What follows belongs to an exercise in optimizing a design on an open flow for small area, a short achievable clock period and few clock cycles per item; a production flow would make more cautious choices. No activity file was given, so power comes from the tool's default toggle rates.

==> flow/design.v (excerpt) <==
module glade_div (
    input  wire        clk,
    input  wire        rst,
    input  wire        start,
    input  wire [1:0]  op,
    input  wire [63:0] a,
    input  wire [63:0] b,
    output wire        ready,
    output wire        done,
    output wire [63:0] result
);
    reg st_s1, st_s2, st_run, st_move, st_fix1, st_fix2, st_done;
    reg rdy;
    reg [63:0] rem;        
    reg [65:0] opd;        
    reg        cin;        
    reg [63:0] bq;         
    reg [5:0]  cnt;        
    reg [6:0]  nla;        
    reg [6:0]  nlb;        
    reg        want_rem;   
    reg        sa;         
    reg        sb;         
    function [6:0] nlz64(input [63:0] x);
        reg [15:0] v4;
        reg [31:0] c4;
        reg [7:0]  v8;
        reg [23:0] c8;
        reg [3:0]  v16;
        reg [15:0] c16;
        reg [1:0]  v32;
        reg [9:0]  c32;
        reg [3:0]  n;
        integer i;
        begin
            for (i = 0; i < 16; i = i + 1) begin
                n = x[4*i +: 4];
                v4[i] = |n;
                c4[2*i +: 2] = n[3] ? 2'd0 : n[2] ? 2'd1 : n[1] ? 2'd2 : 2'd3;
            end
            for (i = 0; i < 8; i = i + 1) begin
                v8[i] = v4[2*i+1] | v4[2*i];
                c8[3*i +: 3] = v4[2*i+1] ? {1'b0, c4[2*(2*i+1) +: 2]} : {1'b1, c4[2*(2*i) +: 2]};
            end
            for (i = 0; i < 4; i = i + 1) begin
                v16[i] = v8[2*i+1] | v8[2*i];
                c16[4*i +: 4] = v8[2*i+1] ? {1'b0, c8[3*(2*i+1) +: 3]} : {1'b1, c8[3*(2*i) +: 3]};
            end
            for (i = 0; i < 2; i = i + 1) begin
                v32[i] = v16[2*i+1] | v16[2*i];
                c32[5*i +: 5] = v16[2*i+1] ? {1'b0, c16[4*(2*i+1) +: 4]} : {1'b1, c16[4*(2*i) +: 4]};
            end
            if (v32[1])      nlz64 = {2'b00, c32[9:5]};
  ...
==> module glade_div, before the edit <==
module glade_div (
    input  wire        clk,
    input  wire        rst,
    input  wire        start,
    input  wire [1:0]  op,
    input  wire [63:0] a,
    input  wire [63:0] b,
    output wire        ready,
    output wire        done,
    output wire [63:0] result
);
    reg st_s1, st_s2, st_run, st_move, st_fix1, st_fix2, st_done;
    reg rdy;
    reg [63:0] rem;        
    reg [65:0] opd;        
    reg        cin;        
    reg [63:0] bq;         
    reg [5:0]  cnt;        
    reg [6:0]  nla;        
    reg [6:0]  nlb;        
    reg        want_rem;   
    reg        sa;         
    reg        sb;         
    function [6:0] nlz64(input [63:0] x);
        reg [15:0] v4;
        reg [31:0] c4;
        reg [7:0]  v8;
        reg [23:0] c8;
        reg [3:0]  v16;
        reg [15:0] c16;
        reg [1:0]  v32;
        reg [9:0]  c32;
        reg [3:0]  n;
        integer i;
        begin
            for (i = 0; i < 16; i = i + 1) begin
                n = x[4*i +: 4];
                v4[i] = |n;
                c4[2*i +: 2] = n[3] ? 2'd0 : n[2] ? 2'd1 : n[1] ? 2'd2 : 2'd3;
            end
            for (i = 0; i < 8; i = i + 1) begin
                v8[i] = v4[2*i+1] | v4[2*i];
                c8[3*i +: 3] = v4[2*i+1] ? {1'b0, c4[2*(2*i+1) +: 2]} : {1'b1, c4[2*(2*i) +: 2]};
            end
            for (i = 0; i < 4; i = i + 1) begin
                v16[i] = v8[2*i+1] | v8[2*i];
                c16[4*i +: 4] = v8[2*i+1] ? {1'b0, c8[3*(2*i+1) +: 3]} : {1'b1, c8[3*(2*i) +: 3]};
            end
            for (i = 0; i < 2; i = i + 1) begin
                v32[i] = v16[2*i+1] | v16[2*i];
                c32[5*i +: 5] = v16[2*i+1] ? {1'b0, c16[4*(2*i+1) +: 4]} : {1'b1, c16[4*(2*i) +: 4]};
            end
            if (v32[1])      nlz64 = {2'b00, c32[9:5]};
            else if (v32[0]) nlz64 = {2'b01, c32[4:0]};
            else             nlz64 = 7'd64;
        end
    endfunction
    wire [65:0] sum = {2'b00, rem} + opd + {65'd0, cin};
    wire        fit = ~sum[65];
    wire        a_neg = op[0] & a[63];
    wire        b_neg = op[0] & b[63];
    wire [63:0] ax    = a ^ {64{a_neg}};         
    wire [63:0] bx    = b ^ {64{b_neg}};         
    wire [5:0]  nlb6   = nlb[6] ? 6'd63 : nlb[5:0];
    wire [7:0]  s8     = {2'b00, nlb6} + {7'd0, sa} - {1'b0, nla};
    wire        b_zero = ~|bq;
    wire        skip   = s8[7] | b_zero;
    wire [63:0] skipval = want_rem ? (opd[63:0] ^ {64{sa}}) : {64{b_zero}};
    wire [63:0] shin  = st_fix1 ? (want_rem ? rem : bq) : bq;
    wire [65:0] bext  = {{2{sb & ~st_fix1}}, shin};
    wire [5:0]  shamt = cnt & {6{~st_fix1}};
    wire        inv   = st_fix1 | ~sb;
    wire [65:0] bsh   = (bext << shamt) ^ {66{inv}};
    wire        neg   = want_rem ? sa : (sa ^ sb);
    wire        last  = (cnt == 6'd0);
    wire        busy  = st_s1 | st_s2 | st_run | st_move | st_fix1 | st_fix2;
    wire        fin   = (st_s1 & skip) | (st_run & last & want_rem & ~neg) |
                        st_move | st_fix2;
    wire        take_sum = (st_run & fit) | (st_s1 & ~skip) | st_fix2;
    wire [63:0] rem_alt  = (~busy | st_fix1) ? 64'd0 :
                           st_s1   ? skipval :
                           st_move ? bq : rem;
    assign ready  = rdy;
    assign done   = st_done;
    assign result = rem;
    always @(posedge clk) begin
        if (rst) begin
            st_s1   <= 1'b0;
            st_s2   <= 1'b0;
            st_run  <= 1'b0;
            st_move <= 1'b0;
            st_fix1 <= 1'b0;
            st_fix2 <= 1'b0;
            st_done <= 1'b0;
            rdy     <= 1'b1;
        end else begin
            st_s1   <= rdy & start;
            st_s2   <= st_s1 & ~skip;
            st_run  <= st_s2 | (st_run & ~last);
            st_move <= st_run & last & ~want_rem & ~neg;
            st_fix1 <= st_run & last & neg;
            st_fix2 <= st_fix1;
            st_done <= fin;
            rdy     <= fin | (rdy & ~start);
        end
    end
    always @(posedge clk) begin
        rem <= take_sum ? sum[63:0] : rem_alt;
        if (~busy) begin
            opd      <= {2'b00, ax};
            cin      <= a_neg;
            bq       <= b;
            nla      <= nlz64(ax);
            nlb      <= nlz64(bx);
            want_rem <= op[1];
            sa       <= a_neg;
            sb       <= b_neg;
        end
        if (st_s1) begin
            cnt <= s8[5:0];
        end
        if (st_s2) begin
            opd <= bsh;
            cin <= ~sb;
            bq  <= 64'd0;
        end
        if (st_run) begin
            bq  <= {bq[62:0], fit};
            opd <= {1'b1, opd[65:1]};
            cnt <= cnt - 6'd1;
        end
        if (st_fix1) begin
            opd <= bsh;
            cin <= 1'b1;
        end
    end
endmodule
clock: 5.0 ns
lec_check: 0
cap_margin: 20
core_margin: 2
core_utilization: 40
place_density: 0.6
setup_slack_margin: 2.0
slew_margin: 20
run.sh (not shown) runs the stock make flow with config.mk's settings and CLKGATE_MAP_FILE= SYNTH_SCRIPT=/design/flow/synth_recipe.tcl, a recipe that flattens the netlist after the stock synthesis.
Rerun with:
--- a/flow/design.v
+++ b/flow/design.v
@@ -6,13 +6,13 @@
     input  wire [63:0] a,
     input  wire [63:0] b,
     output wire        ready,
     output wire        done,
     output wire [63:0] result
 );
-    reg st_s1, st_s2, st_run, st_move, st_fix1, st_fix2, st_done;
+    reg st_s1, st_run, st_move, st_fix1, st_fix2, st_done;
     reg rdy;
     reg [63:0] rem;        
     reg [65:0] opd;        
     reg        cin;        
     reg [63:0] bq;         
     reg [5:0]  cnt;        
@@ -65,73 +65,73 @@
     wire [7:0]  s8     = {2'b00, nlb6} + {7'd0, sa} - {1'b0, nla};
     wire        b_zero = ~|bq;
     wire        skip   = s8[7] | b_zero;
     wire [63:0] skipval = want_rem ? (opd[63:0] ^ {64{sa}}) : {64{b_zero}};
     wire [63:0] shin  = st_fix1 ? (want_rem ? rem : bq) : bq;
     wire [65:0] bext  = {{2{sb & ~st_fix1}}, shin};
-    wire [5:0]  shamt = cnt & {6{~st_fix1}};
+    wire [5:0]  shamt = s8[5:0] & {6{~st_fix1}};
     wire        inv   = st_fix1 | ~sb;
     wire [65:0] bsh   = (bext << shamt) ^ {66{inv}};
     wire        neg   = want_rem ? sa : (sa ^ sb);
     wire        last  = (cnt == 6'd0);
-    wire        busy  = st_s1 | st_s2 | st_run | st_move | st_fix1 | st_fix2;
-    wire        fin   = (st_s1 & skip) | (st_run & last & want_rem & ~neg) |
-                        st_move | st_fix2;
-    wire        take_sum = (st_run & fit) | (st_s1 & ~skip) | st_fix2;
-    wire [63:0] rem_alt  = (~busy | st_fix1) ? 64'd0 :
-                           st_s1   ? skipval :
-                           st_move ? bq : rem;
     assign ready  = rdy;
     assign done   = st_done;
     assign result = rem;
     always @(posedge clk) begin
         if (rst) begin
             st_s1   <= 1'b0;
-            st_s2   <= 1'b0;
             st_run  <= 1'b0;
             st_move <= 1'b0;
             st_fix1 <= 1'b0;
             st_fix2 <= 1'b0;
             st_done <= 1'b0;
             rdy     <= 1'b1;
         end else begin
             st_s1   <= rdy & start;
-            st_s2   <= st_s1 & ~skip;
-            st_run  <= st_s2 | (st_run & ~last);
+            st_run  <= (st_s1 & ~skip) | (st_run & ~last);
             st_move <= st_run & last & ~want_rem & ~neg;
             st_fix1 <= st_run & last & neg;
             st_fix2 <= st_fix1;
-            st_done <= fin;
-            rdy     <= fin | (rdy & ~start);
+            st_done <= (st_s1 & skip) | (st_run & last & want_rem & ~neg) |
+                       st_move | st_fix2;
+            rdy     <= (st_s1 & skip) | (st_run & last & want_rem & ~neg) |
+                       st_move | st_fix2 | (rdy & ~start);
         end
     end
     always @(posedge clk) begin
-        rem <= take_sum ? sum[63:0] : rem_alt;
-        if (~busy) begin
+        if (rdy) begin
+            rem      <= 64'd0;
             opd      <= {2'b00, ax};
             cin      <= a_neg;
             bq       <= b;
             nla      <= nlz64(ax);
             nlb      <= nlz64(bx);
             want_rem <= op[1];
             sa       <= a_neg;
             sb       <= b_neg;
         end
         if (st_s1) begin
+            rem <= skip ? skipval : sum[63:0];
             cnt <= s8[5:0];
-        end
-        if (st_s2) begin
             opd <= bsh;
             cin <= ~sb;
             bq  <= 64'd0;
         end
         if (st_run) begin
+            if (fit) rem <= sum[63:0];
             bq  <= {bq[62:0], fit};
             opd <= {1'b1, opd[65:1]};
             cnt <= cnt - 6'd1;
         end
+        if (st_move) begin
+            rem <= bq;
+        end
         if (st_fix1) begin
+            rem <= 64'd0;
             opd <= bsh;
             cin <= 1'b1;
         end
+        if (st_fix2) begin
+            rem <= sum[63:0];
+        end
     end
 endmodule
Result: Sequential cell count is lower by 1. Cell count came out higher by 5.3%. Final area shrinks by 1.7%. Power goes up by 33%. Wire length rose by 9.3%. Die area rose by 0.76%. Global-route usage is higher by 3.4 points. Worst setup slack loses 0.20 ns. Worst hold slack improved by 0.15 ns.
Function was not checked in any run of this note: the RTL went through the layout flow alone.

==> static timing again, ports no longer ideal <==
Ports are ideal in the flow. The routed layouts listed here were re-timed in OpenROAD.
Step 1: set_driving_cell puts a clkbuf_16 on clk and a buf_2 on each other input, an assumption about the parent block.
Step 2 times the ports against the registers' clock, not the clock port: input delays grow and output delays shrink by t, the midpoint of the rising clock arrivals with the driver on.
a / b / c = no drivers / after step 1 / after step 2; a / b = the first two.
run	t, ns	setup slack, ns	hold slack, ns
the first run	0.692	0.810 / 0.810 / 0.810	0.460 / 0.460 / 0.460
the second run	0.671	0.614 / 0.614 / 0.614	0.614 / 0.614 / 0.614
After both steps setup and hold are still met in every run listed.
